Source: an optimization exercise on an open RTL-to-GDS flow (aim: small area and a short achievable clock period). Production flows keep margins and buffers that such runs may drop.
At most, simulation tests tie the RTL to the original design; equivalence was not proved.
Power figures rest on the tool's default switching activity, not on a simulated workload.

## cvtn_slice
module cvtn_slice #(
    parameter LANES = 4
) (
    input  wire                 clk,
    input  wire                 rst_n,
    input  wire                 in_valid,
    input  wire [2:0]           in_fmt,
    input  wire [2:0]           in_rm,
    input  wire                 in_denorm,
    input  wire [32*LANES-1:0]  in_x,
    input  wire [16*LANES-1:0]  in_g,
    output reg                  out_valid,
    output reg  [16*LANES-1:0]  out_res,
    output reg  [LANES-1:0]     out_ovf,
    output reg  [LANES-1:0]     out_flushed,
    output reg  [LANES-1:0]     out_nan_lost
);
    reg       v_q;
    reg [2:0] rm_q;
    always @(posedge clk) begin
        if (!rst_n) v_q <= 1'b0;
        else        v_q <= in_valid;
        rm_q     <= in_rm;
    end
    wire [16*LANES-1:0] res;
    wire [LANES-1:0]    ovf, flushed, nan_lost;
    genvar l;
    generate
        for (l = 0; l < LANES; l = l + 1) begin : g_lane
            cvt_lane u_lane (
                .clk(clk),
                .x(in_x[32*l +: 32]), .g(in_g[16*l +: 16]),
                .fmt(in_fmt), .denorm(in_denorm),
                .rm_q(rm_q),
                .res(res[16*l +: 16]), .ovf(ovf[l]), .flushed(flushed[l]),
  ...
Settings: LEC_CHECK=0, ABC_AREA=1, CAP_MARGIN=20, CORE_MARGIN=2, CORE_UTILIZATION=45, PLACE_DENSITY=0.6, SETUP_SLACK_MARGIN=5, SLEW_MARGIN=20; clock period 12.0 ns.
standard.sh (not shown) runs the stock make flow with config.mk's settings and CLKGATE_MAP_FILE= SYNTH_SCRIPT=/design/flow/synth_recipe.tcl, a recipe that flattens the netlist after the stock synthesis.
==> flow/flow/run.sh <==
#!/bin/bash
set -euo pipefail
export BUFFER_PORTS_ARGS="-buffer_cell sky130_fd_sc_hd__buf_1"
bash standard.sh SETUP_SLACK_MARGIN=8.5 finish > standard_finish.log 2>&1
Then changed:
--- a/flow/design.v
+++ b/flow/design.v
@@ -70,61 +70,60 @@
                       ({5{a_bf}} & 5'd3) |
                       ({5{a_e5 && !sb_e5}} & 5'd8) |
                       ({5{a_e4 && !sb_e4}} & 5'd7) |
                       ({5{a_e2 && !sb_e2}} & 5'd9);
     wire       tbig = (sb_fp && (e1 < 8'd82)) || (sb_e5 && (e1 < 8'd90)) ||
                       (sb_e4 && (e1 < 8'd97)) || (sb_e2 && (e1 < 8'd105));
     reg        s;
     reg [7:0]  e;
     reg [23:0] sig;
     reg [4:0]  t;
-    reg        tsat, sub;
+    reg        sub;
     reg [15:0] gq;
     reg        f_bf, f_fp, f_e4, f_e5, dn;
     always @(posedge clk) begin
         f_bf     <= a_bf;
         f_fp     <= a_fp;
         f_e4     <= a_e4;
         f_e5     <= a_e5;
         dn       <= denorm;
     end
     wire       f_e2     = !(f_bf || f_fp || f_e4 || f_e5);
     wire       keep_sub = dn || f_e2;
     always @(posedge clk) begin
         s    <= x[31];
         e    <= e1;
         sig  <= {!e1_zero, x[22:0]};
-        t    <= tsel;
-        tsat <= tbig;
+        t    <= tsel | {5{tbig}};                     
         sub  <= shsub || e1_zero;
         gq   <= g;
     end
     wire [2:0]  rm = rm_q;
     wire [22:0] m  = sig[22:0];
     wire [7:0]  ee = e;
     wire e_zero  = !sig[23];
     wire e_ones  = (e == 8'hFF);
     wire m_zero  = (m == 23'd0);
     wire is_nan  = e_ones && !m_zero;
     wire is_inf  = e_ones && m_zero;
     wire is_zero = e_zero && m_zero;
     wire in_flush = e_zero && !m_zero && !dn;        
     wire [26:0] a0 = {sig, 3'b000};
     wire [26:0] a1 = t[0] ? {1'b0,  a0[26:1]}  : a0;
     wire [26:0] a2 = t[1] ? {2'b0,  a1[26:2]}  : a1;
     wire [26:0] a3 = t[2] ? {4'b0,  a2[26:4]}  : a2;
     wire [26:0] a4 = t[3] ? {8'b0,  a3[26:8]}  : a3;
     wire [26:0] a5 = t[4] ? {16'b0, a4[26:16]} : a4;
-    wire sticky = tsat || (t[0] && a0[0]) || (t[1] && (a1[1:0] != 2'd0)) ||
+    wire sticky = (t[0] && a0[0]) || (t[1] && (a1[1:0] != 2'd0)) ||
                   (t[2] && (a2[3:0] != 4'd0)) || (t[3] && (a3[7:0] != 8'd0)) ||
                   (t[4] && (a4[15:0] != 16'd0));
-    wire [26:0] z = tsat ? 27'd0 : a5;
+    wire [26:0] z = a5;
     wire [10:0] n = z[26:16];
     wire [15:0] f = z[15:0];
     wire up;
     cvt_narrow u_rnd (.rm(rm), .neg(s), .n0(n[0]), .f(f), .sticky(sticky), .g(gq), .up(up));
     wire [7:0] ebf = sub ? 8'd0 :
                      f_bf ? ee :
                      (f_fp || f_e5) ? {3'd0, ~ee[4], ee[3:0]} :
                      f_e4 ? {4'd0, ~ee[3], ee[2:0]} :
                             {6'd0, ~ee[1], ee[0]};
     reg [14:0] body;
Effect: Setup slack gets worse by 0.11 ns; clock power is about the same; total power came out higher by about 5.6%; final area increases by 4.7%; wire length increases by 1.2%; clock-buffer cell count came out lower by 3; synthesized area is higher by 0.56%; global-route usage decreases by 0.23 points.
Function not checked in the second run of this note: the RTL went through the layout flow alone.

* * *

== beta ==
The RTL this note starts from:
==> flow/design.v <==
module cvt_narrow (
    input  wire [2:0]  rm,
    input  wire        neg,
    input  wire        n0,
    input  wire [15:0] f,
    input  wire        sticky,
    input  wire [15:0] g,
    output wire        up
);
    wire low     = (f[14:0] != 15'd0) || sticky;
    wire inexact = f[15] || low;
    wire [15:0] g0 = f & g, p0 = f | g;
    wire [7:0]  g1, p1;
    wire [3:0]  g2, p2;
    wire [1:0]  g3, p3;
    genvar i;
    generate
        for (i = 0; i < 8; i = i + 1) begin : l1
            assign g1[i] = g0[2*i+1] | (p0[2*i+1] & g0[2*i]);
            assign p1[i] = p0[2*i+1] & p0[2*i];
        end
        for (i = 0; i < 4; i = i + 1) begin : l2
            assign g2[i] = g1[2*i+1] | (p1[2*i+1] & g1[2*i]);
            assign p2[i] = p1[2*i+1] & p1[2*i];
        end
        for (i = 0; i < 2; i = i + 1) begin : l3
            assign g3[i] = g2[2*i+1] | (p2[2*i+1] & g2[2*i]);
            assign p3[i] = p2[2*i+1] & p2[2*i];
        end
    endgenerate
    wire sr_up = g3[1] | (p3[1] & g3[0]);
    assign up = rm[2] ? sr_up :
                rm[1] ? (inexact && (rm[0] ^ neg)) :
                        (!rm[0] && f[15] && (low || n0));
endmodule
module cvt_lane (
    input  wire        clk,
    input  wire [31:0] x,
    input  wire [15:0] g,
    input  wire [2:0]  fmt,       
    input  wire        denorm,
    input  wire [2:0]  rm_q,      
    output reg  [15:0] res,
    output reg         ovf,
    output reg         flushed,
    output reg         nan_lost
);
    wire [7:0]  e1 = x[30:23];
    wire        e1_zero = (e1 == 8'h00);
    wire a_e2 = fmt[2];
    wire a_bf = !fmt[2] && (fmt[1:0] == 2'd0);
    wire a_fp = !fmt[2] && (fmt[1:0] == 2'd1);
    wire a_e4 = !fmt[2] && (fmt[1:0] == 2'd2);
    wire a_e5 = !fmt[2] && (fmt[1:0] == 2'd3);
    wire a_keep = denorm || a_e2;                    
    wire lo_fp = (e1 < 8'd113);                      
    wire lo_e4 = (e1 < 8'd121);
    wire lo_e2 = (e1 < 8'd127);
    wire sb_fp = a_keep && a_fp && lo_fp;
    wire sb_e5 = a_keep && a_e5 && lo_fp;
    wire sb_e4 = a_keep && a_e4 && lo_e4;
    wire sb_e2 = a_e2 && lo_e2;
    wire shsub = sb_fp || sb_e5 || sb_e4 || sb_e2;
    wire [4:0] d_fp = 5'd17 - e1[4:0];
    wire [4:0] d_e5 = 5'd25 - e1[4:0];
    wire [4:0] d_e4 = 5'd0  - e1[4:0];
    wire [4:0] d_e2 = 5'd8  - e1[4:0];
    wire [4:0] tsel = ({5{sb_fp}} & d_fp) | ({5{sb_e5}} & d_e5) |
                      ({5{sb_e4}} & d_e4) | ({5{sb_e2}} & d_e2) |
                      ({5{a_bf}} & 5'd3) |
                      ({5{a_e5 && !sb_e5}} & 5'd8) |
                      ({5{a_e4 && !sb_e4}} & 5'd7) |
                      ({5{a_e2 && !sb_e2}} & 5'd9);
    reg        s;
    reg [7:0]  e;
    reg [23:0] sig;
    reg [4:0]  t;
    reg [15:0] gq;
    reg        f_bf, f_fp, f_e4, f_e5, dn;
    always @(posedge clk) begin
        f_bf     <= a_bf;
        f_fp     <= a_fp;
        f_e4     <= a_e4;
        f_e5     <= a_e5;
        dn       <= denorm;
    end
    wire       f_e2     = !(f_bf || f_fp || f_e4 || f_e5);
    wire       keep_sub = dn || f_e2;
    wire q_fp = f_fp && keep_sub && (e < 8'd113);
    wire q_e5 = f_e5 && keep_sub && (e < 8'd113);
    wire q_e4 = f_e4 && keep_sub && (e < 8'd121);
    wire q_e2 = f_e2 && (e < 8'd127);
    wire sub  = q_fp || q_e5 || q_e4 || q_e2 || !sig[23];
    wire tsat = (q_fp && (e < 8'd82)) || (q_e5 && (e < 8'd90)) ||
                (q_e4 && (e < 8'd97)) || (q_e2 && (e < 8'd105));
    always @(posedge clk) begin
        s    <= x[31];
        e    <= e1;
        sig  <= {!e1_zero, x[22:0]};
        t    <= tsel;
        gq   <= g;
    end
    wire [2:0]  rm = rm_q;
    wire [22:0] m  = sig[22:0];
    wire [7:0]  ee = e;
    wire e_zero  = !sig[23];
    wire e_ones  = (e == 8'hFF);
    wire m_zero  = (m == 23'd0);
    wire is_nan  = e_ones && !m_zero;
    wire is_inf  = e_ones && m_zero;
    wire is_zero = e_zero && m_zero;
    wire in_flush = e_zero && !m_zero && !dn;        
    wire [26:0] a0 = {sig, 3'b000};
    wire [26:0] a1 = t[0] ? {1'b0,  a0[26:1]}  : a0;
    wire [26:0] a2 = t[1] ? {2'b0,  a1[26:2]}  : a1;
    wire [26:0] a3 = t[2] ? {4'b0,  a2[26:4]}  : a2;
    wire [26:0] a4 = t[3] ? {8'b0,  a3[26:8]}  : a3;
    wire [26:0] a5 = t[4] ? {16'b0, a4[26:16]} : a4;
    wire sticky = tsat || (t[0] && a0[0]) || (t[1] && (a1[1:0] != 2'd0)) ||
                  (t[2] && (a2[3:0] != 4'd0)) || (t[3] && (a3[7:0] != 8'd0)) ||
                  (t[4] && (a4[15:0] != 16'd0));
    wire [26:0] z = tsat ? 27'd0 : a5;
    wire [10:0] n = z[26:16];
    wire [15:0] f = z[15:0];
    wire up;
    cvt_narrow u_rnd (.rm(rm), .neg(s), .n0(n[0]), .f(f), .sticky(sticky), .g(gq), .up(up));
    wire [7:0] ebf = sub ? 8'd0 :
                     f_bf ? ee :
                     (f_fp || f_e5) ? {3'd0, ~ee[4], ee[3:0]} :
                     f_e4 ? {4'd0, ~ee[3], ee[2:0]} :
                            {6'd0, ~ee[1], ee[0]};
    reg [14:0] body;
    always @* begin
        case (1'b1)
            f_bf:    body = {ebf[7:0], n[6:0]};
            f_fp:    body = {ebf[4:0], n[9:0]};
            f_e4:    body = {8'd0, ebf[3:0], n[2:0]};
            f_e5:    body = {8'd0, ebf[4:0], n[1:0]};
            default: body = {12'd0, ebf[1:0], n[0]};
        endcase
    end
    reg  [14:0] pre;                                 
    integer k;
    always @* begin
        pre[0] = 1'b1;
        for (k = 1; k < 15; k = k + 1)
            pre[k] = pre[k-1] && body[k-1];
    end
    wire [14:0] rbody = body ^ (pre & {15{up}});
    wire ones = f_bf ? pre[7] : f_fp ? pre[10] : f_e4 ? pre[3] : f_e5 ? pre[2] : pre[1];
    wire c = up && ones;
    reg ov_big, ov_edge;
    always @* begin
        case (1'b1)
            f_bf:    begin ov_big = 1'b0;          ov_edge = (ee == 8'd254) && c; end
            f_fp,
            f_e5:    begin ov_big = (ee >= 8'd143); ov_edge = (ee == 8'd142) && c; end
            f_e4:    begin ov_big = (ee >= 8'd136);
                           ov_edge = (ee == 8'd135) && ((n[2:0] == 3'd7) || ((n[2:0] == 3'd6) && up)); end
            default: begin ov_big = (ee >= 8'd130); ov_edge = (ee == 8'd129) && c; end
        endcase
    end
    wire over = !e_zero && (ov_big || ov_edge);
    reg fl_lo, fl_edge;
    always @* begin
        case (1'b1)
            f_fp, f_e5: begin fl_lo = (ee < 8'd112); fl_edge = (ee == 8'd112); end
            f_e4:       begin fl_lo = (ee < 8'd120); fl_edge = (ee == 8'd120); end
            default:    begin fl_lo = 1'b0;          fl_edge = 1'b0; end
        endcase
    end
    wire tiny_zero = keep_sub ? (sub && (n[9:0] == 10'd0) && !up)
                              : (fl_lo || (fl_edge && !c));
    wire fin     = !e_ones;
    wire over_f  = fin && over;
    wire k_zero  = is_zero || in_flush || (fin && tiny_zero);
    wire k_const = e_ones || over_f;
    wire inf_res = rm[2] || (rm[1:0] == 2'd0) || (rm[1] && (rm[0] ^ s));
    wire to_inf  = is_inf || inf_res;
    reg [14:0] cm;
    always @* begin
        case (1'b1)
            f_bf:    cm = is_nan ? 15'h7FC0 : to_inf ? 15'h7F80 : 15'h7F7F;
            f_fp:    cm = is_nan ? 15'h7E00 : to_inf ? 15'h7C00 : 15'h7BFF;
            f_e4:    cm = is_nan ? 15'h007F : 15'h007E;
            f_e5:    cm = is_nan ? 15'h007E : to_inf ? 15'h007C : 15'h007B;
            default: cm = is_nan ? 15'h0000 : 15'h0007;
        endcase
    end
    wire [14:0] mag = k_const ? cm : (rbody & {15{!k_zero}});
    wire s8 = f_e4 || f_e5;
    always @* begin
        res[15]   = s && (f_bf || f_fp);
        res[14:8] = mag[14:8];
        res[7]    = s8 ? s : mag[7];
        res[6:4]  = mag[6:4];
        res[3]    = f_e2 ? (s && !is_nan) : mag[3];
        res[2:0]  = mag[2:0];
        ovf       = is_inf || (over_f && (rm != 3'd1));
        flushed   = in_flush || (fin && !is_zero && tiny_zero);
        nan_lost  = is_nan && f_e2;
    end
endmodule
module cvtn_slice #(
    parameter LANES = 4
) (
    input  wire                 clk,
    input  wire                 rst_n,
    input  wire                 in_valid,
    input  wire [2:0]           in_fmt,
    input  wire [2:0]           in_rm,
    input  wire                 in_denorm,
    input  wire [32*LANES-1:0]  in_x,
    input  wire [16*LANES-1:0]  in_g,
    output reg                  out_valid,
    output reg  [16*LANES-1:0]  out_res,
    output reg  [LANES-1:0]     out_ovf,
    output reg  [LANES-1:0]     out_flushed,
    output reg  [LANES-1:0]     out_nan_lost
);
    reg       v_q;
    reg [2:0] rm_q;
    always @(posedge clk) begin
        if (!rst_n) v_q <= 1'b0;
        else        v_q <= in_valid;
        rm_q     <= in_rm;
    end
    wire [16*LANES-1:0] res;
    wire [LANES-1:0]    ovf, flushed, nan_lost;
    genvar l;
    generate
        for (l = 0; l < LANES; l = l + 1) begin : g_lane
            cvt_lane u_lane (
                .clk(clk),
                .x(in_x[32*l +: 32]), .g(in_g[16*l +: 16]),
                .fmt(in_fmt), .denorm(in_denorm),
                .rm_q(rm_q),
                .res(res[16*l +: 16]), .ovf(ovf[l]), .flushed(flushed[l]),
                .nan_lost(nan_lost[l]));
        end
    endgenerate
    always @(posedge clk) begin
        if (!rst_n) out_valid <= 1'b0;
        else        out_valid <= v_q;
        out_res      <= res;
        out_ovf      <= ovf;
        out_flushed  <= flushed;
        out_nan_lost <= nan_lost;
    end
endmodule
clock: 12.0 ns
lec_check: 0
abc_area: 1
cap_margin: 20
core_margin: 2
core_utilization: 45
cts_buf_list: sky130_fd_sc_hd__clkbuf_16
cts_cluster_diameter: 100
cts_cluster_size: 30
place_density: 0.6
setup_slack_margin: 5
slew_margin: 20
Scripts as last shown in full above: flow/flow/run.sh
Changes in epsilon relative to beta:
--- a/flow/design.v
+++ b/flow/design.v
@@ -72,8 +72,11 @@
                       ({5{a_e4 && !sb_e4}} & 5'd7) |
                       ({5{a_e2 && !sb_e2}} & 5'd9);
+    wire       tbig = (sb_fp && (e1 < 8'd82)) || (sb_e5 && (e1 < 8'd90)) ||
+                      (sb_e4 && (e1 < 8'd97)) || (sb_e2 && (e1 < 8'd105));
     reg        s;
     reg [7:0]  e;
     reg [23:0] sig;
     reg [4:0]  t;
+    reg        tsat, sub;
     reg [15:0] gq;
     reg        f_bf, f_fp, f_e4, f_e5, dn;
@@ -87,11 +90,4 @@
     wire       f_e2     = !(f_bf || f_fp || f_e4 || f_e5);
     wire       keep_sub = dn || f_e2;
-    wire q_fp = f_fp && keep_sub && (e < 8'd113);
-    wire q_e5 = f_e5 && keep_sub && (e < 8'd113);
-    wire q_e4 = f_e4 && keep_sub && (e < 8'd121);
-    wire q_e2 = f_e2 && (e < 8'd127);
-    wire sub  = q_fp || q_e5 || q_e4 || q_e2 || !sig[23];
-    wire tsat = (q_fp && (e < 8'd82)) || (q_e5 && (e < 8'd90)) ||
-                (q_e4 && (e < 8'd97)) || (q_e2 && (e < 8'd105));
     always @(posedge clk) begin
         s    <= x[31];
@@ -99,4 +95,6 @@
         sig  <= {!e1_zero, x[22:0]};
         t    <= tsel;
+        tsat <= tbig;
+        sub  <= shsub || e1_zero;
         gq   <= g;
     end
Findings:
- Delta (epsilon minus beta): power per cell area saw an increase, setup slack climbed 0.019 ns, total power draw fell by 5.7%, number of antenna violations at the first check in global routing shrank by 4, mean instance size in the synthesized netlist higher.
- epsilon vs. beta: clock-buffer cell count saw a decrease, via count decreased by 5.5% relative to the old numbers.
- Between beta and epsilon, number of fill cells in the layout decreased.
- Diff beta -> epsilon | static leakage power | decrease of about 7%
- Gate count of the mapped netlist: lower on epsilon
- Combined area of the multi-input logic cells was lower in the run labelled epsilon.
- epsilon ended with less ratio of final minimum period to clock period than beta.
No functional check of the RTL was part of beta.

port drivers added, routing unchanged:
The results above use ideal ports. As a check the final layouts listed here were re-extracted and re-timed, cells and wires unchanged. Step 1 (the two cells are an assumption about what drives the block):
set clk [get_ports {clk}]
set_driving_cell -lib_cell sky130_fd_sc_hd__clkbuf_16 $clk
set_driving_cell -lib_cell sky130_fd_sc_hd__buf_2 [delete_from_list [all_inputs] $clk]
Step 2, shift: input delay + t, output delay - t, t = (earliest + latest rising clock arrival at the registers) / 2. This alone moves slack from input paths to output paths. a / b / c = no drivers / after step 1 / after step 2; a / b = the first two.
run | t (ns) | setup slack, ns | clock arrival spread, ns | slew at the worst register clock pin (ns)
the first run of note 1 | 0.627 | 8.521 / 8.457 / 7.945 | 0.014 / 0.014 | 0.06 / 0.06
the second run of note 1 | 0.611 | 8.414 / 8.384 / 7.773 | 0.021 / 0.021 | 0.06 / 0.06
beta | 0.617 | 8.517 / 8.458 / 7.906 | 0.022 / 0.022 | 0.11 / 0.11
epsilon | 0.605 | 8.536 / 8.475 / 7.977 | 0.025 / 0.025 | 0.11 / 0.11
After both steps every run listed still meets setup and hold. The setup slack of the second run of note 1, which loses most, moves by -0.030 ns with the drivers and by -0.641 ns with both steps.
